Context: an optimization exercise on an open-source flow, tuned for small area. The choices shown serve that exercise and are no tape-out recipe. Only simulation tests tie the RTL to the original design; equivalence was not proved. Power is estimated from default activity; no workload was simulated.

[config.mk]
export PLATFORM = sky130hd
export DESIGN_NAME = jet
export DESIGN_NICKNAME = jet
export VERILOG_FILES = /design/flow/design.v
export SDC_FILE = /design/flow/constraint.sdc
export NUM_CORES = 4
export LEC_CHECK = 0
export CAP_MARGIN = 20
export CORE_MARGIN = 2
export CORE_UTILIZATION = 40
export GPL_TIMING_DRIVEN = 0
export PLACE_DENSITY = 0.5
export SLEW_MARGIN = 20
[constraint.sdc]
create_clock -name core_clock -period 20.0 [get_ports {clk}]
set_input_delay 4.0000 -clock core_clock [delete_from_list [all_inputs] [get_ports {clk}]]
set_output_delay 4.0000 -clock core_clock [all_outputs]
set_load 0.01 [all_outputs]
[design.v]
module jet (
    input  wire        clk,
    input  wire        rst,
    input  wire        tick,
    input  wire        bus_we,
    input  wire [7:0]  bus_addr,
    input  wire [31:0] bus_wdata,
    output reg  [31:0] bus_rdata,
    input  wire [7:0]  in_slots,
    input  wire [31:0] stamp,
    input  wire [7:0]  sig_in,
    input  wire        grp_start,
    input  wire        grp_stop,
    input  wire        grp_restart,
    output wire [7:0]  out_lvl,
    output wire [7:0]  out_oe,
    output wire [3:0]  side_lvl,
    output wire [3:0]  side_oe,
    output reg         sig_we,
    output reg  [2:0]  sig_idx,
    output reg         sig_lvl,
    output reg         evt
);
    localparam PW  = 32;
    localparam PAW = 5;
    localparam A_CTRL  = 8'd0;
    localparam A_STAT  = 8'd1;
    localparam A_PC    = 8'd2;
    localparam A_TX    = 8'd3;
    localparam A_RX    = 8'd4;
    localparam A_POP   = 8'd5;
    localparam A_FRAME = 8'd6;
    localparam A_MAPEN = 8'd7;
    localparam A_N     = 8'd13;
    localparam A_M     = 8'd14;
    localparam A_D     = 8'd22;
    localparam OP_GOTO  = 4'h0;
    localparam OP_SET   = 4'h1;
    localparam OP_SEND  = 4'h2;
    localparam OP_RECV  = 4'h3;
    localparam OP_LOAD  = 4'h4;
    localparam OP_POST  = 4'h5;
    localparam OP_NSET  = 4'h6;
    localparam OP_REP   = 4'h7;
    localparam OP_WAITE = 4'h8;
    localparam OP_MARK  = 4'h9;
    localparam OP_PACK  = 4'hA;
    localparam OP_SIG   = 4'hB;
    localparam ST_STOPPED = 3'd0;
    localparam ST_RUNNING = 3'd1;
    localparam ST_STALL_L = 3'd2;
    localparam ST_STALL_P = 3'd3;
    localparam ST_WAIT    = 3'd4;
    localparam ST_FAULT   = 3'd5;
    reg [15:0] prog [0:PW-1];
    reg [6:0]  pc;
    reg [31:0] d;
    reg [5:0]  cur;
    reg [7:0]  n0, n1;
    reg [31:0] m;
    reg [6:0]  ls, le;
    reg [7:0]  lcnt;
    reg [31:0] txf0, txf1, txf2, txf3;
    reg [1:0]  tx_rd;
    reg [2:0]  tx_cnt;
    reg [31:0] rxf0, rxf1, rxf2, rxf3;
    reg [1:0]  rx_rd;
    reg [2:0]  rx_cnt;
    reg [7:0]  olvl, oen;
    reg [3:0]  slvl;
    reg        run, step_pend, fault;
    reg [2:0]  run_state;      
    reg        evt_flag;
    reg        wseen;          
    reg [6:0]  entry;
    reg [4:0]  fwidth;
    reg        fidle, forder;
    reg [7:0]  in_en, out_en;
    reg [3:0]  side_en;
    assign out_lvl  = olvl;
    assign out_oe   = oen & out_en;
    assign side_lvl = slvl;
    assign side_oe  = side_en;
    wire [7:0]  ins    = in_slots & in_en;
    wire [5:0]  width  = (fwidth == 5'd0) ? 6'd32 : {1'b0, fwidth};
    wire        tx_empty = (tx_cnt == 3'd0);
    wire        rx_full  = (rx_cnt == 3'd4);
    wire [2:0]  state = fault ? ST_FAULT : (!run ? ST_STOPPED : run_state);
    wire [31:0] stat  = {state, tx_cnt, rx_cnt, evt_flag, cur, lcnt, 1'b0, pc};
    wire [31:0] pc_oh = (pc[6:5] == 2'd0) ? (32'd1 << pc[4:0]) : 32'd0;
    wire [31:0] ba_oh = (bus_addr[7:5] == 3'b100) ? (32'd1 << bus_addr[4:0]) : 32'd0;
    reg  [15:0] ir, prog_rd;
    integer q;
    always @(*) begin
        ir      = 16'd0;
        prog_rd = 16'd0;
        for (q = 0; q < PW; q = q + 1) begin
            ir      = ir      | (prog[q] & {16{pc_oh[q]}});
            prog_rd = prog_rd | (prog[q] & {16{ba_oh[q]}});
        end
    end
    wire [3:0]  op   = ir[15:12];
    wire [3:0]  cond = ir[11:8];
    wire [6:0]  addr = ir[6:0];
    wire [2:0]  grp  = ir[11:9];
    wire [3:0]  mask = ir[7:4];
    wire [3:0]  val  = ir[3:0];
    wire [2:0]  slot = ir[11:9];
    wire        nb   = ir[11];
    wire        nsel = ir[11];
    wire        nfn  = ir[10];
    wire [7:0]  imm  = ir[7:0];
    wire [3:0]  rlen = ir[11:8];
    wire [7:0]  rcnt = ir[7:0];
    wire [1:0]  wkind  = ir[11:10];
    wire        wlevel = ir[9];
    wire [2:0]  windex = ir[8:6];
    wire        wsel   = ir[5];
    wire [2:0]  mfn  = ir[11:9];
    wire [1:0]  psrc = ir[11:10];
    wire [4:0]  pcnt = ir[4:0];
    wire        slvl_bit = ir[11];
    wire [2:0]  sidx = ir[10:8];
    wire        sevt = ir[7];
    wire [7:0]  rep_le = {1'b0, pc} + {4'd0, rlen} + 8'd1;
    reg illegal;
    always @(*) begin
        case (op)
            OP_GOTO:  illegal = ir[7] || (cond == 4'd14) || (cond == 4'd15);
            OP_SET:   illegal = ir[8] || (grp > 3'd4);
            OP_SEND:  illegal = (ir[8:0] != 9'd0);
            OP_RECV:  illegal = (ir[8:0] != 9'd0);
            OP_LOAD:  illegal = (ir[10:0] != 11'd0);
            OP_POST:  illegal = (ir[10:0] != 11'd0);
            OP_NSET:  illegal = (ir[9:8] != 2'd0) || (nfn && (imm != 8'd0));
            OP_REP:   illegal = (rcnt == 8'd0) || (lcnt != 8'd0) || rep_le[7];
            OP_WAITE: illegal = (ir[4:0] != 5'd0) ||
                                ((wkind == 2'd3) && (wlevel || (windex != 3'd0)));
            OP_MARK:  illegal = (ir[8:0] != 9'd0) || (mfn > 3'd5);
            OP_PACK:  illegal = (ir[9:5] != 5'd0);
            OP_SIG:   illegal = (ir[6:0] != 7'd0);
            default:  illegal = 1'b1;
        endcase
    end
    reg cond_ok;
    always @(*) begin
        case (cond)
            4'd0:    cond_ok = 1'b1;
            4'd1:    cond_ok = (cur == 6'd0);
            4'd2:    cond_ok = (cur != 6'd0);
            4'd3:    cond_ok = (n0 == 8'd0);
            4'd4:    cond_ok = (n0 != 8'd0);
            4'd5:    cond_ok = (n1 == 8'd0);
            4'd6:    cond_ok = (n1 != 8'd0);
            4'd7:    cond_ok = !tx_empty;
            4'd8:    cond_ok = !rx_full;
            4'd9:    cond_ok = ins[0];
            4'd10:   cond_ok = ins[1];
            4'd11:   cond_ok = d[0];
            4'd12:   cond_ok = d[31];
            4'd13:   cond_ok = sig_in[0];
            default: cond_ok = 1'b0;
        endcase
    end
    reg [31:0] pack_src;
    always @(*) begin
        case (psrc)
            2'd0:    pack_src = m;
            2'd1:    pack_src = stamp;
            2'd2:    pack_src = 32'h0000_0000;
            default: pack_src = 32'hFFFF_FFFF;
        endcase
    end
    wire [5:0]  pack_k   = (pcnt == 5'd0) ? 6'd32 : {1'b0, pcnt};
    wire [6:0]  pack_cur7 = {1'b0, cur} + {1'b0, pack_k};
    wire [5:0]  pack_cur = (pack_cur7 > 7'd32) ? 6'd32 : pack_cur7[5:0];
    wire        recv_bit = ins[slot];
    wire [5:0]  recv_cur = (cur == 6'd32) ? 6'd32 : cur + 6'd1;
    wire        is_send = (op == OP_SEND);
    wire        is_recv = (op == OP_RECV);
    wire        is_pack = (op == OP_PACK);
    wire        is_shf  = is_send | is_recv | is_pack;
    wire        is_load = (op == OP_LOAD);
    wire        is_post = (op == OP_POST);
    wire        is_mark = !(is_shf | is_load | is_post);    
    wire        s_m   = (is_pack & (psrc == 2'd0)) | is_mark;
    wire        s_st  = is_pack & (psrc == 2'd1);
    wire        s_one = is_pack & (psrc == 2'd3);
    wire [3:0]  s_tx  = {4{is_load}} & {tx_rd == 2'd3, tx_rd == 2'd2, tx_rd == 2'd1, tx_rd == 2'd0};
    wire [31:0] src_v = (m & {32{s_m}}) | (stamp & {32{s_st}}) | {32{s_one}} |
                        (txf0 & {32{s_tx[0]}}) | (txf1 & {32{s_tx[1]}}) |
                        (txf2 & {32{s_tx[2]}}) | (txf3 & {32{s_tx[3]}}) |
                        {31'd0, is_recv & recv_bit};
    reg  [31:0] src_rev;
    integer r;
    always @(*)
        for (r = 0; r < 32; r = r + 1)
            src_rev[r] = src_v[31 - r];
    wire [5:0]  shf_k   = is_pack ? pack_k : 6'd1;
    reg  [5:0]  mt;
    reg         m_inv;
    always @(*) begin
        if (is_shf) begin
            mt    = forder ? (6'd32 - shf_k) : shf_k;
            m_inv = forder;
        end else if (is_load) begin
            mt    = forder ? width : 6'd32;
            m_inv = 1'b0;
        end else if (is_post) begin
            mt    = forder ? cur : (6'd32 - cur);
            m_inv = forder;
        end else begin
            mt    = 6'd32;
            m_inv = 1'b0;
        end
    end
    wire        use_a   = is_shf | is_post;
    wire        use_rev = is_shf & forder;
    wire [4:0]  rot = (is_post && forder) ? 5'd0 : mt[4:0];
    reg  [31:0] dp_mask;
    always @(*)
        for (r = 0; r < 32; r = r + 1)
            dp_mask[r] = (mt > r) ^ m_inv;
    wire [31:0] dp_b  = use_rev ? src_rev : src_v;
    wire [31:0] dp_x  = (d & {32{use_a}} & ~dp_mask) | (dp_b & dp_mask);
    wire [63:0] dp_xx = {dp_x, dp_x} >> rot;
    wire [31:0] fout  = dp_xx[31:0];
    wire [31:0] post_word = fout;
    wire        m_dec = mfn[2];
    reg  [31:0] m_pm;
    reg         m_c;
    always @(*) begin
        m_c = 1'b1;
        for (r = 0; r < 32; r = r + 1) begin
            m_pm[r] = m[r] ^ m_c;
            m_c = m_c & (m[r] ^ m_dec);
        end
    end
    wire exec = tick && !fault && (run || step_pend);
    reg [6:0]  x_pc;
    reg [31:0] x_d;
    reg [5:0]  x_cur;
    reg [7:0]  x_n0, x_n1;
    reg [31:0] x_m;
    reg [6:0]  x_ls, x_le;
    reg [7:0]  x_lcnt;
    reg        x_tx_pop, x_rx_push;
    reg [31:0] x_rx_word;
    reg        x_fault;
    reg [2:0]  x_state;
    reg        x_wseen;
    reg        x_sig, x_evt;
    reg        done;      
    reg        jump;      
    always @(*) begin
        x_pc      = pc;
        x_d       = d;
        x_cur     = cur;
        x_n0      = n0;
        x_n1      = n1;
        x_m       = m;
        x_ls      = ls;
        x_le      = le;
        x_lcnt    = lcnt;
        x_tx_pop  = 1'b0;
        x_rx_push = 1'b0;
        x_rx_word = post_word;
        x_fault   = 1'b0;
        x_state   = ST_RUNNING;
        x_wseen   = wseen;
        x_sig     = 1'b0;
        x_evt     = 1'b0;
        done      = 1'b1;
        jump      = 1'b0;
        if (illegal) begin
            x_fault = 1'b1;
            done    = 1'b0;
        end else begin
            case (op)
                OP_GOTO: begin
                    if (cond_ok) begin
                        jump   = 1'b1;
                        x_lcnt = 8'd0;
                    end
                end
                OP_SET: ;
                OP_SEND: begin
                    if (cur != 6'd0) begin
                        x_d = fout;
                        x_cur = cur - 6'd1;
                    end
                end
                OP_RECV: begin
                    x_d   = fout;
                    x_cur = recv_cur;
                end
                OP_LOAD: begin
                    if (!tx_empty) begin
                        x_d      = fout;
                        x_cur    = width;
                        x_tx_pop = 1'b1;
                    end else if (nb) begin
                        x_cur = 6'd0;
                    end else begin
                        done    = 1'b0;
                        x_state = ST_STALL_L;
                    end
                end
                OP_POST: begin
                    if (!rx_full) begin
                        x_rx_push = 1'b1;
                        x_d   = 32'd0;
                        x_cur = 6'd0;
                    end else if (nb) begin
                        x_d   = 32'd0;
                        x_cur = 6'd0;
                    end else begin
                        done    = 1'b0;
                        x_state = ST_STALL_P;
                    end
                end
                OP_NSET: begin
                    if (!nsel) begin
                        if (!nfn) x_n0 = imm;
                        else if (n0 != 8'd0) x_n0 = n0 - 8'd1;
                    end else begin
                        if (!nfn) x_n1 = imm;
                        else if (n1 != 8'd0) x_n1 = n1 - 8'd1;
                    end
                end
                OP_REP: begin
                    x_ls   = pc + 7'd1;
                    x_le   = rep_le[6:0];
                    x_lcnt = rcnt;
                end
                OP_WAITE: begin
                    case (wkind)
                        2'd0: begin
                            if (ins[windex] != wlevel) begin
                                done    = 1'b0;
                                x_state = ST_WAIT;
                            end
                        end
                        2'd1: begin
                            if (sig_in[windex] != wlevel) begin
                                done    = 1'b0;
                                x_state = ST_WAIT;
                            end
                        end
                        2'd2: begin
                            if (!(wseen && ins[windex] == wlevel)) begin
                                done    = 1'b0;
                                x_state = ST_WAIT;
                                if (ins[windex] != wlevel) x_wseen = 1'b1;
                            end
                        end
                        default: begin
                            if (!wsel) begin
                                if (n0 != 8'd0) begin
                                    x_n0 = n0 - 8'd1;
                                    done = 1'b0;
                                end
                            end else begin
                                if (n1 != 8'd0) begin
                                    x_n1 = n1 - 8'd1;
                                    done = 1'b0;
                                end
                            end
                        end
                    endcase
                end
                OP_MARK: begin
                    case (mfn)
                        3'd0: x_m = stamp;
                        3'd1: x_m = d;
                        3'd2: begin
                            x_d   = fout;
                            x_cur = 6'd32;
                        end
                        3'd3: x_m = m_pm;
                        3'd4: x_m = m_pm;
                        default: x_m = 32'd0;
                    endcase
                end
                OP_PACK: begin
                    x_d   = fout;
                    x_cur = pack_cur;
                end
                default: begin  
                    x_sig = 1'b1;
                    x_evt = sevt;
                end
            endcase
        end
        if (done) begin
            x_wseen = 1'b0;
            if (jump) begin
                x_pc = addr;
            end else if (op != OP_REP && lcnt != 8'd0 && pc == le) begin
                if (lcnt > 8'd1) begin
                    x_lcnt = lcnt - 8'd1;
                    x_pc   = ls;
                end else begin
                    x_lcnt = 8'd0;
                    x_pc   = pc + 7'd1;
                end
            end else begin
                x_pc = pc + 7'd1;
            end
        end
    end
    wire w_ctrl  = bus_we && (bus_addr == A_CTRL);
    wire w_stat  = bus_we && (bus_addr == A_STAT);
    wire w_pc    = bus_we && (bus_addr == A_PC);
    wire w_tx    = bus_we && (bus_addr == A_TX);
    wire w_pop   = bus_we && (bus_addr == A_POP);
    wire w_frame = bus_we && (bus_addr == A_FRAME);
    wire w_mapen = bus_we && (bus_addr == A_MAPEN);
    wire w_n     = bus_we && (bus_addr == A_N);
    wire w_m     = bus_we && (bus_addr == A_M);
    wire w_d     = bus_we && (bus_addr == A_D);
    wire w_prog  = bus_we && bus_addr[7] && (bus_addr[6:0] < PW);
    wire w_clr   = w_ctrl && bus_wdata[31];
    wire        lo_page = !bus_addr[7];
    wire        rx_any  = (rx_cnt != 3'd0);
    wire [3:0]  r_rx    = {4{lo_page && bus_addr[6:0] == 7'd4 && rx_any}} &
                          {rx_rd == 2'd3, rx_rd == 2'd2, rx_rd == 2'd1, rx_rd == 2'd0};
    always @(*)
        bus_rdata = ({17'd0, entry, 7'd0, run}                   & {32{lo_page && bus_addr[6:0] == 7'd0}}) |
                    (stat                                        & {32{lo_page && bus_addr[6:0] == 7'd1}}) |
                    ({25'd0, pc}                                 & {32{lo_page && bus_addr[6:0] == 7'd2}}) |
                    (rxf0 & {32{r_rx[0]}}) | (rxf1 & {32{r_rx[1]}}) |
                    (rxf2 & {32{r_rx[2]}}) | (rxf3 & {32{r_rx[3]}}) |
                    ({19'd0, fwidth, 6'd0, fidle, forder}       & {32{lo_page && bus_addr[6:0] == 7'd6}}) |
                    ({12'd0, side_en, out_en, in_en}             & {32{lo_page && bus_addr[6:0] == 7'd7}}) |
                    ({16'd0, n1, n0}                             & {32{lo_page && bus_addr[6:0] == 7'd13}}) |
                    (m                                           & {32{lo_page && bus_addr[6:0] == 7'd14}}) |
                    (d                                           & {32{lo_page && bus_addr[6:0] == 7'd22}}) |
                    {16'd0, prog_rd};
    wire [15:0] prog_wd = bus_wdata[15:0] & {16{~rst}};
    wire [31:0] prog_we = {32{rst}} | ({32{bus_we}} & ba_oh);
    integer k;
    always @(posedge clk)
        for (k = 0; k < PW; k = k + 1)
            if (prog_we[k])
                prog[k] <= prog_wd;
    wire tx_pop  = exec && x_tx_pop;
    wire tx_push = w_tx && (tx_cnt != 3'd4);
    wire rx_push = exec && x_rx_push;
    wire rx_pop  = w_pop && (rx_cnt != 3'd0);
    wire [1:0] tx_wr = tx_rd + tx_cnt[1:0];
    wire [1:0] rx_wr = rx_rd + rx_cnt[1:0];
    always @(posedge clk) begin
        if (tx_push && tx_wr == 2'd0) txf0 <= bus_wdata;
        if (tx_push && tx_wr == 2'd1) txf1 <= bus_wdata;
        if (tx_push && tx_wr == 2'd2) txf2 <= bus_wdata;
        if (tx_push && tx_wr == 2'd3) txf3 <= bus_wdata;
        if (rx_push && rx_wr == 2'd0) rxf0 <= post_word;
        if (rx_push && rx_wr == 2'd1) rxf1 <= post_word;
        if (rx_push && rx_wr == 2'd2) rxf2 <= post_word;
        if (rx_push && rx_wr == 2'd3) rxf3 <= post_word;
    end
    wire set_ok   = exec && !illegal && (op == OP_SET);
    wire send_ok  = exec && !illegal && (op == OP_SEND);
    wire send_bit = (cur != 6'd0) ? (forder ? d[31] : d[0]) : fidle;
    genvar gb;
    generate
        for (gb = 0; gb < 8; gb = gb + 1) begin : g_slot
            wire ol_we = (set_ok && grp == (gb >> 2) && mask[gb & 3]) || (send_ok && slot == gb);
            wire oe_we = set_ok && grp == 3 + (gb >> 2) && mask[gb & 3];
            always @(posedge clk)
                if (rst)
                    olvl[gb] <= 1'b0;
                else if (ol_we)
                    olvl[gb] <= (op == OP_SET) ? val[gb & 3] : send_bit;
            always @(posedge clk)
                if (rst)
                    oen[gb] <= 1'b0;
                else if (oe_we)
                    oen[gb] <= val[gb & 3];
        end
        for (gb = 0; gb < 4; gb = gb + 1) begin : g_side
            wire sl_we = set_ok && grp == 3'd2 && mask[gb];
            always @(posedge clk)
                if (rst)
                    slvl[gb] <= 1'b0;
                else if (sl_we)
                    slvl[gb] <= val[gb];
        end
    endgenerate
    always @(posedge clk) begin
        if (rst || w_clr) begin
            tx_rd  <= 2'd0;
            tx_cnt <= 3'd0;
            rx_rd  <= 2'd0;
            rx_cnt <= 3'd0;
        end else begin
            if (tx_pop)
                tx_rd <= tx_rd + 2'd1;
            tx_cnt <= tx_cnt + {2'd0, tx_push} - {2'd0, tx_pop};
            if (rx_pop)
                rx_rd <= rx_rd + 2'd1;
            rx_cnt <= rx_cnt + {2'd0, rx_push} - {2'd0, rx_pop};
        end
    end
    always @(posedge clk) begin
        if (rst) begin
            pc        <= 7'd0;
            d         <= 32'd0;
            cur       <= 6'd0;
            n0        <= 8'd0;
            n1        <= 8'd0;
            m         <= 32'd0;
            ls        <= 7'd0;
            le        <= 7'd0;
            lcnt      <= 8'd0;
            run       <= 1'b0;
            step_pend <= 1'b0;
            fault     <= 1'b0;
            run_state <= ST_RUNNING;
            evt_flag  <= 1'b0;
            wseen     <= 1'b0;
            entry     <= 7'd0;
            fwidth    <= 5'd0;
            fidle     <= 1'b1;
            forder    <= 1'b0;
            in_en     <= 8'd0;
            out_en    <= 8'd0;
            side_en   <= 4'd0;
            sig_we    <= 1'b0;
            sig_idx   <= 3'd0;
            sig_lvl   <= 1'b0;
            evt       <= 1'b0;
        end else begin
            sig_we <= 1'b0;
            evt    <= 1'b0;
            if (exec) begin
                pc        <= x_pc;
                d         <= x_d;
                cur       <= x_cur;
                n0        <= x_n0;
                n1        <= x_n1;
                m         <= x_m;
                ls        <= x_ls;
                le        <= x_le;
                lcnt      <= x_lcnt;
                wseen     <= x_fault ? 1'b0 : x_wseen;
                step_pend <= 1'b0;
                if (run)
                    run_state <= x_state;
                if (x_fault) begin
                    fault <= 1'b1;
                    run   <= 1'b0;
                end
                if (x_sig) begin
                    sig_we  <= 1'b1;
                    sig_idx <= sidx;
                    sig_lvl <= slvl_bit;
                end
                if (x_evt) begin
                    evt      <= 1'b1;
                    evt_flag <= 1'b1;
                end
            end
            if (w_stat && bus_wdata[22] && !(exec && x_evt))
                evt_flag <= 1'b0;
            if (w_ctrl) begin
                entry <= bus_wdata[14:8];
                run   <= bus_wdata[0];
                if (bus_wdata[0]) begin
                    fault     <= 1'b0;
                    run_state <= ST_RUNNING;
                    step_pend <= 1'b0;
                end else begin
                    step_pend <= bus_wdata[30] && !fault && !(exec && x_fault);
                end
                if (bus_wdata[31]) begin
                    d    <= 32'd0;
                    cur  <= 6'd0;
                    lcnt <= 8'd0;
                end
            end
            if (w_pc) begin
                pc        <= bus_wdata[6:0];
                lcnt      <= 8'd0;
                wseen     <= 1'b0;
                fault     <= 1'b0;
                run_state <= ST_RUNNING;
            end
            if (w_frame) begin
                fwidth <= bus_wdata[12:8];
                fidle  <= bus_wdata[1];
                forder <= bus_wdata[0];
            end
            if (w_mapen) begin
                in_en   <= bus_wdata[7:0];
                out_en  <= bus_wdata[15:8];
                side_en <= bus_wdata[19:16];
            end
            if (w_n) begin
                n0 <= bus_wdata[7:0];
                n1 <= bus_wdata[15:8];
            end
            if (w_m)
                m <= bus_wdata;
            if (w_d) begin
                d   <= bus_wdata;
                cur <= width;
            end
            if (grp_stop) begin
                run       <= 1'b0;
                step_pend <= 1'b0;
            end else if (grp_restart) begin
                pc        <= w_ctrl ? bus_wdata[14:8] : entry;
                d         <= 32'd0;
                cur       <= 6'd0;
                lcnt      <= 8'd0;
                wseen     <= 1'b0;
                run       <= 1'b1;
                fault     <= 1'b0;
                step_pend <= 1'b0;
                run_state <= ST_RUNNING;
            end else if (grp_start) begin
                run       <= 1'b1;
                fault     <= 1'b0;
                step_pend <= 1'b0;
                run_state <= ST_RUNNING;
            end
        end
    end
endmodule
[flow/run.sh]
#!/bin/bash
# Standard ORFS layout with area-saving changes:
#  - synthesis: the standard script, with abc using an area-oriented script
#    (flow/abc_area.script, deepsyn + area mapping); registers are unchanged;
#  - port buffers are buf_1;
#  - CTS with sink clusters of at most 12 flip-flops, clkbuf_8 buffers and
#    no dummy loads;
#  - repair_design (after placement and after global routing) does not use
#    buf_8, buf_12 or buf_16 (flow/no_big_buffers.tcl).
set -euo pipefail
W=$(pwd)
export FLOW_SYNTH_TCL=$W/synth_recipe.tcl
sed "s#SYNTH_SCRIPT=[^ ]*#SYNTH_SCRIPT=$W/flow/my_synth.tcl#" standard.sh > my_standard.sh
grep -q "SYNTH_SCRIPT=$W/flow/my_synth.tcl" my_standard.sh
export BUFFER_PORTS_ARGS="-buffer_cell sky130_fd_sc_hd__buf_1"
export CTS_ARGS="-sink_clustering_enable -repair_clock_nets -dont_use_dummy_load -sink_clustering_size 12 -sink_clustering_max_diameter 50 -buf_list {sky130_fd_sc_hd__clkbuf_8}"
export PRE_RESIZE_TCL=$W/flow/no_big_buffers.tcl
export PRE_GLOBAL_ROUTE_TCL=$W/flow/no_big_buffers.tcl
bash my_standard.sh > flow.log 2>&1
[flow/abc_area.script]
strash
&get -n
&st
&deepsyn -T 60
&dch -f
&nf -a -p
&put
topo
[flow/my_synth.tcl]
# The standard synthesis (synth_recipe.tcl) with one change: abc maps with
# the area-oriented script abc_area.script beside this file.
set my_abc_script [file join [file dirname [file normalize [info script]]] abc_area.script]
proc abc {args} {
  set i [lsearch -exact $args -script]
  if {$i >= 0} { lset args [expr {$i + 1}] $::my_abc_script }
  puts "abc with area script: $args"
  yosys abc {*}$args
}
source $::env(FLOW_SYNTH_TCL)
[flow/no_big_buffers.tcl]
# Keep repair_design from using the largest buffers (buf_8, buf_12, buf_16):
# several smaller buffers fix the same slew and load violations in less area.
set_dont_use {sky130_fd_sc_hd__buf_16 sky130_fd_sc_hd__buf_12 sky130_fd_sc_hd__buf_8}
[standard.sh]
#!/bin/bash
# synth_recipe.tcl (not shown) runs the flow's synth.tcl, then flattens the netlist and writes it again
# the make line also repeats each setting of config.mk as NAME=value (left out here)
make -C /OpenROAD-flow-scripts/flow DESIGN_CONFIG=/design/flow/config.mk WORK_HOME=/design/flow/orfs CLKGATE_MAP_FILE= SYNTH_SCRIPT=/design/flow/synth_recipe.tcl "${@:-finish}"
==> metrics.yaml, run 1 <==
io_buffers: 156
cts_buffers: 118
row_count: 123
crit_path_start_kind: "input pin"
root_buffer: "clkbuf_8"
p_per_area_nw_per_um2: 90.7
start_util: 0.403
ctsHoldBuffers: 0
drc: 0
p_total_mw: 4.75
clk_pin_slew_worst_paths_ns: 0.05
die_w_um: 340
syn2layout_area_growth_pct: 15.7
synth_top_cell_by_area: "edfxtp_1"
power.share.clock: 0.258
period_needed_ns: 11.77
maxCapViolCount: 0
syn_area_per_cell_sq_um: 11.9
syn-cell-area_sq_um: 45300
rsz0062_at_grt: "false"
place_hpwl_um: 187000
synth_xor_area_frac: 0.00948
core_sq_um: 112000
ir_drop_v: 0.0000484
setup_viol: 0
postRouteAntennaNets: 0
vias: 43400
required_ns: 16.00
synthAdderAreaFrac: 0.0120
p_switching_mw: 1.66
cts.sinks: 961
drt_iter0_drc: 9828
yosys_warnings: 2
synth-simple-area-share: 0.155
antenna_found_initial: 18
cts_resized: 0
swShare: 0.350
cts_tree: "done"
grt_pass1_wl_um: 341000
hold_viol_final: 0
pin_count: 157
clock_latency_ns: 0.90
route.detailed.vias_per_inst: 7.46
status: "finished clean"
dp_slack_ns: 8.43
crit_type: "input pin to output pin"
end_kind: "output pin"
fin_nets: 4444
final_max_slew_viol_count: 0
combPwrFrac: 0.244
ys_types: 68
synth_top_family_by_area: "compound AO/OA/AOI/OAI gates"
die_area_sq_um: 116000
synth-edff-count: 768
placement.cell_area_sq_um: 50700
dieHeight_um: 340
drive_above_1_share: 0.117
ys_seq_area_frac: 0.595
cts_setup_buffers: 0
synth_common_cells: "768 x edfxtp_1, 491 x nand2_1, 268 x a222oi_1, 233 x nor2_1, 210 x nand3_1"
hold_path.class: "register to register"
grt_usage: 0.430
htreeDepth: 3
drt-total-wl_um: 257000
grt_max_degree: 72
synth-main-ff-cell: "edfxtp_1"
syn_inst: 3808
synth_nets: 3944
drtPass1Iterations: 12
async_reset_ff_frac: 0
fin_area_sq_um: 52400
yosys.area.top_type_share: 0.509
place_congestion: 0.964
skew_ns: 0.150
synth_compound_area_frac: 0.187
overflow: 0
critPathMaxFanout: 10
ys_ff_latch: 961
worstPathArrival_ns: 7.77
synthMuxAreaShare: 0.0361
slew_headroom: 0.146
period_share: 0.588
p_seq_frac: 0.499
holdWs_ns: 0.464
synth_area_leaders: "edfxtp_1 51%, dfxtp_1 8.5%, a222oi_1 5.9%"
routedWlPerCell_um: 44.1
clk_path_buf_depth: 3
tightestPinTransition_ns: 1.26
first_global_vias: 39800
intPower_mw: 3.09
final_util: 0.467
max_freq_mhz: 85.0
power_leakage_nw: 17.5
synth_most_common_cell: "edfxtp_1"
setup_slack_ns: 8.23
## path summary, 6_finish.rpt
path	start	end	slack (ns)	cells past startpoint
max	bus_addr[3]	bus_rdata[8]	8.23	13
min	ls[2]	ls[2]	0.46	2
max reg2reg	pc[2]	rxf0[10]	8.75	23
min reg2reg	ls[2]	ls[2]	0.46	2
## state kept, by name, indices dropped and copies added (netlist names), 32 cells and up
name	count
txf3	32
txf0	32
rxf1	32
rxf3	32
rxf0	32
rxf2	32
txf2	32
txf1	32
m	32
prog	512
d	32
## power by group through the flow
stage	clock network [mW]	registers (mW)	logic (mW)
global placement	0	2.41	1.02
CTS	1.22	2.36	1.10
global route	1.29	2.37	1.17
detailed placement	0	2.40	1.10
finish	1.23	2.37	1.16
floorplan	0	2.37	0.538
## routing by layer
metal	part of all wire	track usage	wire [um]	vias up
met5	0.00045	0	115	-
met3	0.14	0.143	35400	1138
met4	0.096	0.317	24600	14
met1	0.34	0.515	87600	21300
li1	-	-	-	16800
met2	0.42	0.644	109000	4155
## cells by family after synthesis
logic type | after synthesis
AOI/OAI and AO/OA | 1089
and+or+nand+nor | 1443
buffers and inverters | 67
xor gates and xnor gates | 49
DFF | 961
adders and majority gates | 41
muxes | 158
## cell usage in the layout (no fill, tap or decap), types with 16 or more instances in the layout
| cell | count |
|---|---|
| edfxtp_1 | 768 |
| nand2_1 | 455 |
| a222oi_1 | 268 |
| nand3_1 | 209 |
| dfxtp_1 | 192 |
| nor2_1 | 181 |
| a22oi_1 | 171 |
| buf_1 | 154 |
| a21oi_1 | 135 |
| buf_6 | 129 |
| o21ai_0 | 121 |
| clkbuf_8 | 118 |
| mux2i_1 | 111 |
| nand4_1 | 101 |
| and3_1 | 96 |
| a221oi_1 | 81 |
| clkinv_1 | 65 |
| buf_4 | 59 |
| nor3_1 | 53 |
| a22o_1 | 50 |
| nor2_4 | 47 |
| and2_0 | 47 |
| mux2_1 | 41 |
| ha_1 | 37 |
| nand2_2 | 36 |
| xnor2_1 | 35 |
| o22ai_1 | 34 |
| buf_2 | 33 |
| nand2b_1 | 32 |
| a31oi_1 | 27 |
| a2111oi_0 | 26 |
| a221o_1 | 25 |
| nor2b_1 | 21 |
| nor4_1 | 18 |
| o211ai_1 | 17 |
| and2_2 | 16 |
| and4_1 | 16 |
## metrics by stage
step | std cells | TNS [ns]
finish | 5820 | 0
global route | 5807 | 0
CTS | 5806 | 0
detailed placement | 5688 | 0
global placement | 5464 | -419.21
floorplan | 3808 | 0
## area by class of cell
cell class                 count  area, sq um
fill                       10400        59900
multi-input combinational   2780        18900
clock buffer                 118         1620
timing repair buffer         380         2800
inverter                      67          258
antenna                       14         35.0
tap                         1500         1880
sequential                   961        26900
## worst max-delay path, stage by stage
cell and delay [ns]:
buf_1 0.45, nor2_1 0.36, nand2_1 0.34, nor2_4 0.18
buf_6 0.30, a22oi_1 0.71, nand2_1 0.10, a221oi_1 0.33
buf_2 0.31, nand4_1 0.12, nor3_1 0.20, nand4_1 0.18
buf_1 0.17
==> run 2: changes to the inputs <==
==> flow/run.sh (replaced) <==
#!/bin/bash
# Standard ORFS layout with area-saving changes:
#  - synthesis: the standard script, with abc using an area-oriented script
#    (flow/abc_area.script, deepsyn + area mapping); registers are unchanged;
#  - port buffers are buf_1;
#  - CTS with sink clusters of at most 8 flip-flops, clkbuf_4 buffers and
#    no dummy loads;
#  - repair_design (after placement and after global routing) does not use
#    buf_8, buf_12 or buf_16 (flow/no_big_buffers.tcl).
set -euo pipefail
W=$(pwd)
export FLOW_SYNTH_TCL=$W/synth_recipe.tcl
sed "s#SYNTH_SCRIPT=[^ ]*#SYNTH_SCRIPT=$W/flow/my_synth.tcl#" standard.sh > my_standard.sh
grep -q "SYNTH_SCRIPT=$W/flow/my_synth.tcl" my_standard.sh
export BUFFER_PORTS_ARGS="-buffer_cell sky130_fd_sc_hd__buf_1"
export CTS_ARGS="-sink_clustering_enable -repair_clock_nets -dont_use_dummy_load -sink_clustering_size 8 -sink_clustering_max_diameter 35 -buf_list {sky130_fd_sc_hd__clkbuf_4}"
export PRE_RESIZE_TCL=$W/flow/no_big_buffers.tcl
export PRE_GLOBAL_ROUTE_TCL=$W/flow/no_big_buffers.tcl
bash my_standard.sh > flow.log 2>&1
--- a/config.mk
+++ b/config.mk
@@ -7,7 +7,7 @@
 export LEC_CHECK = 0
 export CAP_MARGIN = 20
 export CORE_MARGIN = 2
-export CORE_UTILIZATION = 40
+export CORE_UTILIZATION = 48
 export GPL_TIMING_DRIVEN = 0
-export PLACE_DENSITY = 0.5
+export PLACE_DENSITY = 0.58
 export SLEW_MARGIN = 20
==> metrics.yaml, run 2 <==
synth-edff-count: 768
cts_resized: 0
p_per_area_nw_per_um2: 89.4
cts_tree: "done"
pin_count: 157
yosys_warnings: 2
largest_reg_flops: 512
syn_inst: 3808
p_total_mw: 4.61
async_reset_ff_frac: 0
overflow: 0
period_needed_ns: 11.81
final_common_cell: "edfxtp_1"
drc: 0
rsz0062_at_grt: "false"
synth-main-ff-cell: "edfxtp_1"
route.detailed.vias_per_inst: 7.92
yosys.area.top_type_share: 0.509
grt_max_degree: 58
cts_buffers: 173
skew_ns: 0.160
fin_nets: 4480
io_buffers: 156
routedWlPerCell_um: 43.9
ys_seq_area_frac: 0.595
dieHeight_um: 311
die_area_sq_um: 96800
cts_setup_buffers: 0
grt_pass1_wl_um: 331000
critPathMaxFanout: 6
power_leakage_nw: 17.3
required_ns: 16.00
postRouteAntennaNets: 0
row_count: 112
clk_path_buf_depth: 3
period_share: 0.590
placed_cells: 5422
place_congestion: 1.01
grt_usage: 0.495
synth_top_cell_by_area: "edfxtp_1"
die_w_um: 311
fin_area_sq_um: 51500
dp_slack_ns: 8.38
final_util: 0.551
place_hpwl_um: 175000
hold_path.class: "register to register"
drive_above_1_share: 0.123
syn_area_per_cell_sq_um: 11.9
drtPass1Iterations: 12
synth_common_cells: "768 x edfxtp_1, 491 x nand2_1, 268 x a222oi_1, 233 x nor2_1, 210 x nand3_1"
status: "finished clean"
antenna_found_initial: 27
ys_types: 68
synth_most_common_cell: "edfxtp_1"
final_max_slew_viol_count: 0
syn-cell-area_sq_um: 45300
syn2layout_area_growth_pct: 13.8
drt_iter0_drc: 11400
placement.cell_area_sq_um: 50200
core_sq_um: 93500
fillers: 8184
worstPathArrival_ns: 7.81
ir_drop_v: 0.0000595
setup_viol: 0
drt-total-wl_um: 247000
clock_latency_ns: 1.22
crit_path_start_kind: "input pin"
crit_type: "input pin to output pin"
clk_pin_slew_worst_paths_ns: 0.08
final_cell_count_no_fill: 5620
start_util: 0.485
final_cell_mix: "768 x edfxtp_1, 455 x nand2_1, 268 x a222oi_1"
ys_ff_latch: 961
tightestPinTransition_ns: 1.27
maxCapViolCount: 0
holdWs_ns: 0.457
end_kind: "output pin"
vias: 44500
first_global_vias: 39900
root_buffer: "clkbuf_4"
hold_viol_final: 0
cts.sinks: 961
ctsHoldBuffers: 0
synth_area_leaders: "edfxtp_1 51%, dfxtp_1 8.5%, a222oi_1 5.9%"
setup_slack_ns: 8.19
htreeDepth: 4
regMostFlops: "prog"
slew_headroom: 0.155
tns_ns: 0
synth_nets: 3944
max_freq_mhz: 84.7
## run 2: kinds of logic (layout without fill, tap and decap cells)
| group | count (synthesis) | count (layout) | share of synthesized area |
|---|---|---|---|
| and+or+nand+nor | 1443 | 1443 | 0.155 |
| AOI/OAI and AO/OA | 1089 | 1089 | 0.187 |
| xor gates and xnor gates | 49 | 49 | 0.00948 |
| other | 0 | 24 | 0 |
| buffers and inverters | 67 | 601 | 0.00555 |
| muxes | 158 | 158 | 0.0361 |
| adders and majority gates | 41 | 41 | 0.0120 |
| DFF | 961 | 961 | 0.595 |
## run 2: path summary, 6_finish.rpt
path                             startpoint            to  slack (ns)  depth (start not counted)
worst min register to register        le[5]         le[5]        0.46                          2
worst max-delay path            bus_addr[7]  bus_rdata[8]        8.19                         15
worst max register to register        pc[2]         d[14]        8.48                         23
worst min-delay path                  le[5]         le[5]        0.46                          2
## run 2: worst max-delay path: stages
cell and delay, ns:
buf_1 0.18, nor4b_1 0.76, nand2_1 0.46, nor3_2 0.40
buf_4 0.28, buf_4 0.24, buf_4 0.24, a22oi_1 0.28
nand2_1 0.14, a221oi_1 0.07, buf_2 0.27, nand4_1 0.11
nor3_1 0.05, nand4_1 0.12, buf_1 0.19
## run 2: final cells by class
| class | count | area, sq um | share of cell area |
|---|---|---|---|
| multi-input combinational | 2780 | 18900 | 0.366 |
| inverter | 67 | 258 | 0.00500 |
| sequential | 961 | 26900 | 0.522 |
| timing repair buffer | 361 | 2570 | 0.0499 |
| tap | 1254 | 1570 | 0.0304 |
| antenna | 24 | 60.1 | 0.00117 |
| clock buffer | 173 | 1300 | 0.0252 |
## run 2: power by group
| part | switching (mW) | internal (mW) | leakage, nW |
|---|---|---|---|
| Combinational | 0.868 | 0.276 | 7.72 |
| Clock | 0.703 | 0.393 | 0.796 |
| Sequential | 0.0794 | 2.29 | 8.77 |
## run 2: layer usage
layer / share of wire / global-route usage
met1: 0.33 / 0.588
met2: 0.40 / 0.705
met3: 0.17 / 0.218
met4: 0.10 / 0.375
met5: 0.00047 / 0.00247
==> run 3: changes to the inputs <==
--- a/flow/run.sh
+++ b/flow/run.sh
@@ -6,7 +6,9 @@
 #  - CTS with sink clusters of at most 8 flip-flops, clkbuf_4 buffers and
 #    no dummy loads;
 #  - repair_design (after placement and after global routing) does not use
-#    buf_8, buf_12 or buf_16 (flow/no_big_buffers.tcl).
+#    buf_8, buf_12 or buf_16 (flow/no_big_buffers.tcl);
+#  - power recovery after global routing (downsizing cells with slack),
+#    followed by a second repair_design (flow/post_grt.tcl).
 set -euo pipefail
 W=$(pwd)
 export FLOW_SYNTH_TCL=$W/synth_recipe.tcl
@@ -16,4 +18,6 @@
 export CTS_ARGS="-sink_clustering_enable -repair_clock_nets -dont_use_dummy_load -sink_clustering_size 8 -sink_clustering_max_diameter 35 -buf_list {sky130_fd_sc_hd__clkbuf_4}"
 export PRE_RESIZE_TCL=$W/flow/no_big_buffers.tcl
 export PRE_GLOBAL_ROUTE_TCL=$W/flow/no_big_buffers.tcl
+export RECOVER_POWER=100
+export POST_GLOBAL_ROUTE_TCL=$W/flow/post_grt.tcl
 bash my_standard.sh > flow.log 2>&1
==> flow/post_grt.tcl (new file) <==
# Runs after global routing and power recovery (RECOVER_POWER downsizes
# cells with slack): repair the slew and load violations the downsizing left,
# legalize, reroute the changed nets globally and rewrite the route guides
# the detailed router reads.
set_dont_use {sky130_fd_sc_hd__buf_16 sky130_fd_sc_hd__buf_12 sky130_fd_sc_hd__buf_8}
estimate_parasitics -global_routing
global_route -start_incremental
repair_design -slew_margin 20 -cap_margin 20
detailed_placement
global_route -end_incremental
estimate_parasitics -global_routing
puts "after post-route repair: [sta::max_slew_violation_count] slew, [sta::max_capacitance_violation_count] load violations"
write_guides $::env(RESULTS_DIR)/route.guide
==> metrics.yaml, run 3 <==
status: "finished clean"
p_switching_mw: 1.65
drt_iter0_drc: 11300
crit_slowest_cell: "dfxtp_1"
first_global_vias: 39900
min_path_cells: 2
postRouteAntennaNets: 0
synth-main-ff-cell: "edfxtp_1"
ys_seq_area_frac: 0.595
r2r_slack_ns: 7.92
vias: 44400
clk_pin_slew_worst_paths_ns: 0.10
yosys.area.top_type_share: 0.509
crit_chain: "clkinv_1 -> ha_1 -> and2_1 -> buf_6 -> a222oi_1 -> nand4_1 -> or4_1 -> nor4_1 -> nand2b_1 -> nor3_1 -> nand2b_1 -> a2111oi_0 -> nor2_1 -> a2111oi_1 -> and2_0 -> nand3_1 -> nor3_1 -> clkbuf_1 -> clkbuf_1 -> clkbuf_1 -> clkbuf_1"
async_reset_ff_frac: 0
crit_path_start_kind: "register"
htreeDepth: 4
period_share: 0.604
syn-cell-area_sq_um: 45300
drtPass1Iterations: 15
final_max_slew_viol_count: 0
hold_path.class: "register to register"
core_sq_um: 93500
overflow: 0
grt_usage: 0.495
syn2layout_area_growth_pct: 13.0
cts_setup_buffers: 0
power.share.clock: 0.238
place_congestion: 1.01
seqCellArea_sq_um: 26900
synth_area_leaders: "edfxtp_1 51%, dfxtp_1 8.5%, a222oi_1 5.9%"
maxCapViolCount: 0
setup_viol: 0
period_needed_ns: 12.08
p_seq_frac: 0.514
intPower_mw: 2.95
tns_ns: 0
slew_headroom: 0.0533
largest_reg_flops: 512
synth_common_cells: "768 x edfxtp_1, 491 x nand2_1, 268 x a222oi_1, 233 x nor2_1, 210 x nand3_1"
routedWlPerCell_um: 43.9
crit_type: "register to register"
start_util: 0.485
grt_max_degree: 58
ff2ff_path_depth: 21
cts_tree: "done"
holdWs_ns: 0.458
r2r_end: "rxf0[25]"
holdPathEnd: "le[5]"
clk_path_buf_depth: 3
fin_nets: 4487
grt_pass1_wl_um: 331000
final_cell_mix: "768 x edfxtp_1, 484 x nand2_1, 268 x a222oi_1"
root_buffer: "clkbuf_4"
synth_nets: 3944
critPathMaxFanout: 20
dieHeight_um: 311
drive_above_1_share: 0.109
synth_most_common_cell: "edfxtp_1"
regMostFlops: "prog"
dp_slack_ns: 8.38
syn_area_per_cell_sq_um: 11.9
route.detailed.vias_per_inst: 7.89
swShare: 0.359
p_per_area_nw_per_um2: 90.0
row_count: 112
antenna_found_initial: 26
synth_top_cell_by_area: "edfxtp_1"
power_leakage_nw: 17.1
max_freq_mhz: 82.8
ir_drop_v: 0.0000596
die_w_um: 311
worstPathArrival_ns: 12.83
yosys_warnings: 2
combPwrFrac: 0.247
required_ns: 20.75
hold_start: "le[5]"
crit_family: "simple AND/OR/NAND/NOR gates"
syn_inst: 3808
reg2reg_from: "pc[2]"
final_common_cell: "edfxtp_1"
hold_viol_final: 0
fillers: 8270
tightestPinTransition_ns: 1.42
end_kind: "register"
die_area_sq_um: 96800
cts_buffers: 173
pin_count: 157
place_hpwl_um: 175000
crit_top_cell: "clkbuf_1"
slowest_delay_ns: 1.06
clock_latency_ns: 1.21
ys_types: 68
drt-total-wl_um: 247000
synth-edff-count: 768
cts_resized: 0
cts.sinks: 961
skew_ns: 0.152
multiInputGateArea_sq_um: 18800
drc: 0
critPathBufInv: 6
ys_ff_latch: 961
ctsHoldBuffers: 0
io_buffers: 156
setup_slack_ns: 7.92
==> run 3: how the worst max path moves through the flow <==
stage                            from      endpoint  slack, ns  cells after the start
after floorplan                 pc[3]         d[17]       8.44                     19
after global placement          pc[4]       rxf2[5]      -1.90                     14
after detailed placement  bus_addr[7]  bus_rdata[8]       8.38                     15
after CTS                 bus_addr[7]  bus_rdata[8]       8.36                     15
final                           pc[2]      rxf0[25]       7.92                     21
==> run 3: cells by family (layout without fill, tap and decap cells) <==
logic type	count (synthesis)	in the layout	share of synthesized area
adders and majority gates	41	41	0.0120
other	0	23	0
AOI/OAI and AO/OA	1089	1089	0.187
xor gates and xnor gates	49	49	0.00948
muxes	158	158	0.0361
DFF	961	961	0.595
buffers and inverters	67	608	0.00555
and+or+nand+nor	1443	1443	0.155
==> run 3: power by group through the flow <==
stage	Sequential (mW)	Combinational (mW)	Clock, mW
6_report	2.37	1.14	1.10
2_1_floorplan	2.37	0.538	0
4_1_cts	2.36	1.07	1.09
3_3_place_gp	2.41	0.994	0
3_5_place_dp	2.40	1.06	0
==> run 3: worst register-to-register path, stage by stage, from the launching register on <==
cell and delay (ns):
dfxtp_1 1.06, clkinv_1 0.43, ha_1 0.76, and2_1 0.51
buf_6 0.26, a222oi_1 0.53, nand4_1 0.14, or4_1 1.04
nor4_1 0.52, nand2b_1 0.21, nor3_1 0.28, nand2b_1 0.15
a2111oi_0 0.37, nor2_1 0.12, a2111oi_1 0.90, and2_0 0.87
nand3_1 0.32, nor3_1 1.02, clkbuf_1 0.52, clkbuf_1 0.65
clkbuf_1 0.53, clkbuf_1 0.49
==> run 3: layout make-up <==
class / count / share of cell area
Timing Repair Buffer: 368 / 0.0453
Multi-Input combinational cell: 2780 / 0.366
Inverter: 67 / 0.00501
Tap cell: 1254 / 0.0307
Clock buffer: 173 / 0.0254
Sequential cell: 961 / 0.526
Antenna cell: 23 / 0.00112
==> run 3: metrics by stage <==
step	util	total power [mW]	cells	cell area, sq um
2_1_floorplan	-	2.91	3808	45300
6_report	0.548	4.61	5626	51200
4_1_cts	0.551	4.51	5595	51500
3_5_place_dp	0.537	3.47	5422	50200
3_3_place_gp	0.508	3.40	5218	47400
==> run 3: routing by layer <==
metal | track usage | part of all wire | wire, um
met1 | 0.588 | 0.33 | 80900
met2 | 0.705 | 0.40 | 99300
met3 | 0.218 | 0.17 | 41100
met4 | 0.375 | 0.10 | 25600
met5 | 0.00247 | 0.00060 | 149
==> run 4: changes to the inputs <==
--- a/flow/run.sh
+++ b/flow/run.sh
@@ -3,7 +3,7 @@
 #  - synthesis: the standard script, with abc using an area-oriented script
 #    (flow/abc_area.script, deepsyn + area mapping); registers are unchanged;
 #  - port buffers are buf_1;
-#  - CTS with sink clusters of at most 8 flip-flops, clkbuf_4 buffers and
+#  - CTS with sink clusters of at most 12 flip-flops, clkbuf_8 buffers and
 #    no dummy loads;
 #  - repair_design (after placement and after global routing) does not use
 #    buf_8, buf_12 or buf_16 (flow/no_big_buffers.tcl);
@@ -15,7 +15,7 @@
 sed "s#SYNTH_SCRIPT=[^ ]*#SYNTH_SCRIPT=$W/flow/my_synth.tcl#" standard.sh > my_standard.sh
 grep -q "SYNTH_SCRIPT=$W/flow/my_synth.tcl" my_standard.sh
 export BUFFER_PORTS_ARGS="-buffer_cell sky130_fd_sc_hd__buf_1"
-export CTS_ARGS="-sink_clustering_enable -repair_clock_nets -dont_use_dummy_load -sink_clustering_size 8 -sink_clustering_max_diameter 35 -buf_list {sky130_fd_sc_hd__clkbuf_4}"
+export CTS_ARGS="-sink_clustering_enable -repair_clock_nets -dont_use_dummy_load -sink_clustering_size 12 -sink_clustering_max_diameter 50 -buf_list {sky130_fd_sc_hd__clkbuf_8}"
 export PRE_RESIZE_TCL=$W/flow/no_big_buffers.tcl
 export PRE_GLOBAL_ROUTE_TCL=$W/flow/no_big_buffers.tcl
 export RECOVER_POWER=100
--- a/config.mk
+++ b/config.mk
@@ -7,7 +7,7 @@
 export LEC_CHECK = 0
 export CAP_MARGIN = 20
 export CORE_MARGIN = 2
-export CORE_UTILIZATION = 48
+export CORE_UTILIZATION = 40
 export GPL_TIMING_DRIVEN = 0
-export PLACE_DENSITY = 0.58
+export PLACE_DENSITY = 0.5
 export SLEW_MARGIN = 20
==> metrics.yaml, run 4 <==
largest_reg_flops: 512
synth_compound_area_frac: 0.187
cp_num_cells: 25
final_max_slew_viol_count: 0
fin_nets: 4458
place_congestion: 0.964
pin_count: 157
end_kind: "register"
maxCapViolCount: 0
die_area_sq_um: 116000
drt-total-wl_um: 256000
root_buffer: "clkbuf_8"
skew_ns: 0.142
r2r_end: "rxf0[28]"
synthMuxAreaShare: 0.0361
ys_types: 68
status: "finished clean"
combPwrFrac: 0.242
route.detailed.vias_per_inst: 7.40
cts_setup_buffers: 0
crit_path_start_kind: "register"
p_seq_frac: 0.500
htreeDepth: 3
critPathMaxFanout: 20
r2r_slack_ns: 7.56
drc: 0
syn2layout_area_growth_pct: 14.6
synth_common_cells: "768 x edfxtp_1, 491 x nand2_1, 268 x a222oi_1, 233 x nor2_1, 210 x nand3_1"
p_per_area_nw_per_um2: 91.4
crit_slowest_cell: "dfxtp_1"
synth_top_family_by_area: "compound AO/OA/AOI/OAI gates"
die_w_um: 340
drt_iter0_drc: 9414
clk_pin_slew_worst_paths_ns: 0.09
crit_top_cell: "clkbuf_1"
grt_pass1_wl_um: 341000
synth_nets: 3944
hold_path.class: "register to register"
grt_max_degree: 72
dp_slack_ns: 8.43
synth-edff-count: 768
holdPathEnd: "run_state[1]"
swShare: 0.349
row_count: 123
slew_headroom: 0.113
hold_viol_final: 0
synth_most_common_cell: "edfxtp_1"
syn_area_per_cell_sq_um: 11.9
critPathBufInv: 7
cts_resized: 0
setup_slack_ns: 7.56
power_leakage_nw: 17.3
async_reset_ff_frac: 0
setup_viol: 0
required_ns: 20.42
start_util: 0.403
antenna_found_initial: 18
cts.sinks: 961
ctsHoldBuffers: 0
ir_drop_v: 0.0000484
synth_xor_area_frac: 0.00948
hold_start: "run_state[1]"
final_cell_mix: "768 x edfxtp_1, 487 x nand2_1, 268 x a222oi_1"
drive_above_1_share: 0.0956
core_sq_um: 112000
dieHeight_um: 340
ff2ff_path_depth: 25
synth_area_leaders: "edfxtp_1 51%, dfxtp_1 8.5%, a222oi_1 5.9%"
min_path_cells: 2
synthAdderAreaFrac: 0.0120
io_buffers: 156
crit_type: "register to register"
grt_usage: 0.430
synth-simple-area-share: 0.155
syn-cell-area_sq_um: 45300
ys_ff_latch: 961
p_switching_mw: 1.66
yosys_warnings: 2
tightestPinTransition_ns: 1.33
slowest_delay_ns: 0.90
intPower_mw: 3.09
place_hpwl_um: 187000
worstPathArrival_ns: 12.86
final_common_cell: "edfxtp_1"
synth_top_cell_by_area: "edfxtp_1"
postRouteAntennaNets: 0
regMostFlops: "prog"
overflow: 0
reg2reg_from: "pc[4]"
cts_tree: "done"
power.share.clock: 0.258
clock_latency_ns: 0.89
max_freq_mhz: 80.4
crit_family: "simple AND/OR/NAND/NOR gates"
clk_path_buf_depth: 3
synth-main-ff-cell: "edfxtp_1"
ys_seq_area_frac: 0.595
yosys.area.top_type_share: 0.509
cts_buffers: 118
syn_inst: 3808
period_share: 0.622
vias: 43200
period_needed_ns: 12.44
final_util: 0.462
drtPass1Iterations: 13
routedWlPerCell_um: 43.8
first_global_vias: 39800
## run 4: changes by cell type in the layout (fill, tap and decap cells not counted), moves of 8 or more
cell | before | now
clkbuf_2 | 28 | 37
clkbuf_1 | 67 | 82
clkbuf_4 | 174 | 1
diode_2 | 23 | 15
clkbuf_8 | 0 | 118
nor2_4 | 42 | 22
nor2_1 | 181 | 197
## run 4: how the worst max path moves through the flow
stage	start	end	slack (ns)
2_1_floorplan	pc[3]	d[17]	8.44
3_3_place_gp	pc[4]	rxf0[8]	-2.60
3_5_place_dp	bus_addr[3]	bus_rdata[8]	8.43
4_1_cts	bus_addr[3]	bus_rdata[8]	8.42
6_report	pc[4]	rxf0[28]	7.56
## run 4: routing by layer
metal	vias up	routed length, um	GRT usage
li1	16800	-	-
met1	21100	87100	0.515
met2	4028	109000	0.644
met3	1182	34700	0.143
met4	14	24700	0.317
met5	-	115	0
## run 4: cell families (layout without fill, tap and decap cells)
family	after synthesis	count (layout)
fa+ha+maj	41	41
compound gates	1089	1089
flops	961	961
buf+inv	67	579
other cells	0	15
mux	158	158
simple gates	1443	1443
xor+xnor	49	49
## run 4: worst reg2reg max path, stage by stage (launching register included)
cell      delay, ns
dfxtp_1        0.90
nor4b_2        0.87
clkbuf_1       0.44
clkbuf_1       0.31
clkbuf_1       0.27
clkbuf_1       0.37
and2_2         0.79
a222oi_1       0.21
and3_1         0.21
and4_1         0.35
nor4_2         0.77
clkbuf_1       0.29
clkbuf_1       0.28
or2_0          0.46
clkbuf_1       0.84
nand2_1        0.69
mux2_1         0.59
mux2i_1        0.61
mux2_1         0.35
o221ai_1       0.14
mux2_1         0.41
mux2i_1        0.32
mux2i_1        0.20
mux2i_1        0.26
mux2i_1        0.13
mux2i_1        0.90
## run 4: cell type report
type                    count  area, sq um
flip-flops and latches    961        26900
multi-input cells        2780        18600
diodes                     15         37.5
repair buffers            394         2570
inverters                  67          254
clock buffers             118         1620
fillers                 10500        60500
well taps                1500         1880
## run 4: power by group through the flow
stage	clock [mW]	combinational, mW	sequential (mW)
2_1_floorplan	0	0.538	2.37
4_1_cts	1.22	1.10	2.36
3_5_place_dp	0	1.10	2.40
6_report	1.22	1.15	2.37
3_3_place_gp	0	1.02	2.41
## run 4: metrics by stage
| stage | cell area (sq um) | std cells | power (mW) | hold slack [ns] | TNS (ns) |
|---|---|---|---|---|---|
| final | 51900 | 5835 | 4.74 | 0.460 | 0 |
| after CTS | 52400 | 5806 | 4.68 | 0.460 | 0 |
| after detailed placement | 50700 | 5688 | 3.50 | 0.449 | 0 |
| after global placement | 47800 | 5464 | 3.43 | 0.441 | -419.21 |
| after floorplan | 45300 | 3808 | 2.91 | 0.425 | 0 |

-- what the ideal ports hide --
No port has a modelled driver above. Below, the same layouts with a new extraction and two added sets of constraints.
Step 1 (the two cells are an assumption about what drives the block):
set clk [get_ports {clk}]
set_driving_cell -lib_cell sky130_fd_sc_hd__clkbuf_16 $clk
set_driving_cell -lib_cell sky130_fd_sc_hd__buf_2 [delete_from_list [all_inputs] $clk]
Step 2 times the ports against the registers' clock, not the clock port: input delays grow and output delays shrink by t, the midpoint of the rising clock arrivals with the driver on.
Three values: ideal ports, drivers, drivers and shift; two values: the first two.
run | t (ns) | slack for setup (ns) | slew at the worst register clock pin (ns) | worst data-port slew with drivers (ns)
run 1 | 0.897 | 8.233 / 8.207 / 8.207 | 0.09 / 0.09 | 0.07
run 2 | 1.205 | 8.191 / 8.019 / 8.019 | 0.10 / 0.10 | 0.18
run 3 | 1.198 | 7.919 / 7.919 / 7.919 | 0.11 / 0.11 | 0.19
run 4 | 0.895 | 7.561 / 7.561 / 7.561 | 0.09 / 0.09 | 0.07
After both steps setup and hold are still met in every run listed. For run 2, which loses most, drivers alone change the setup slack by -0.172 ns; drivers and shift together by -0.172 ns.
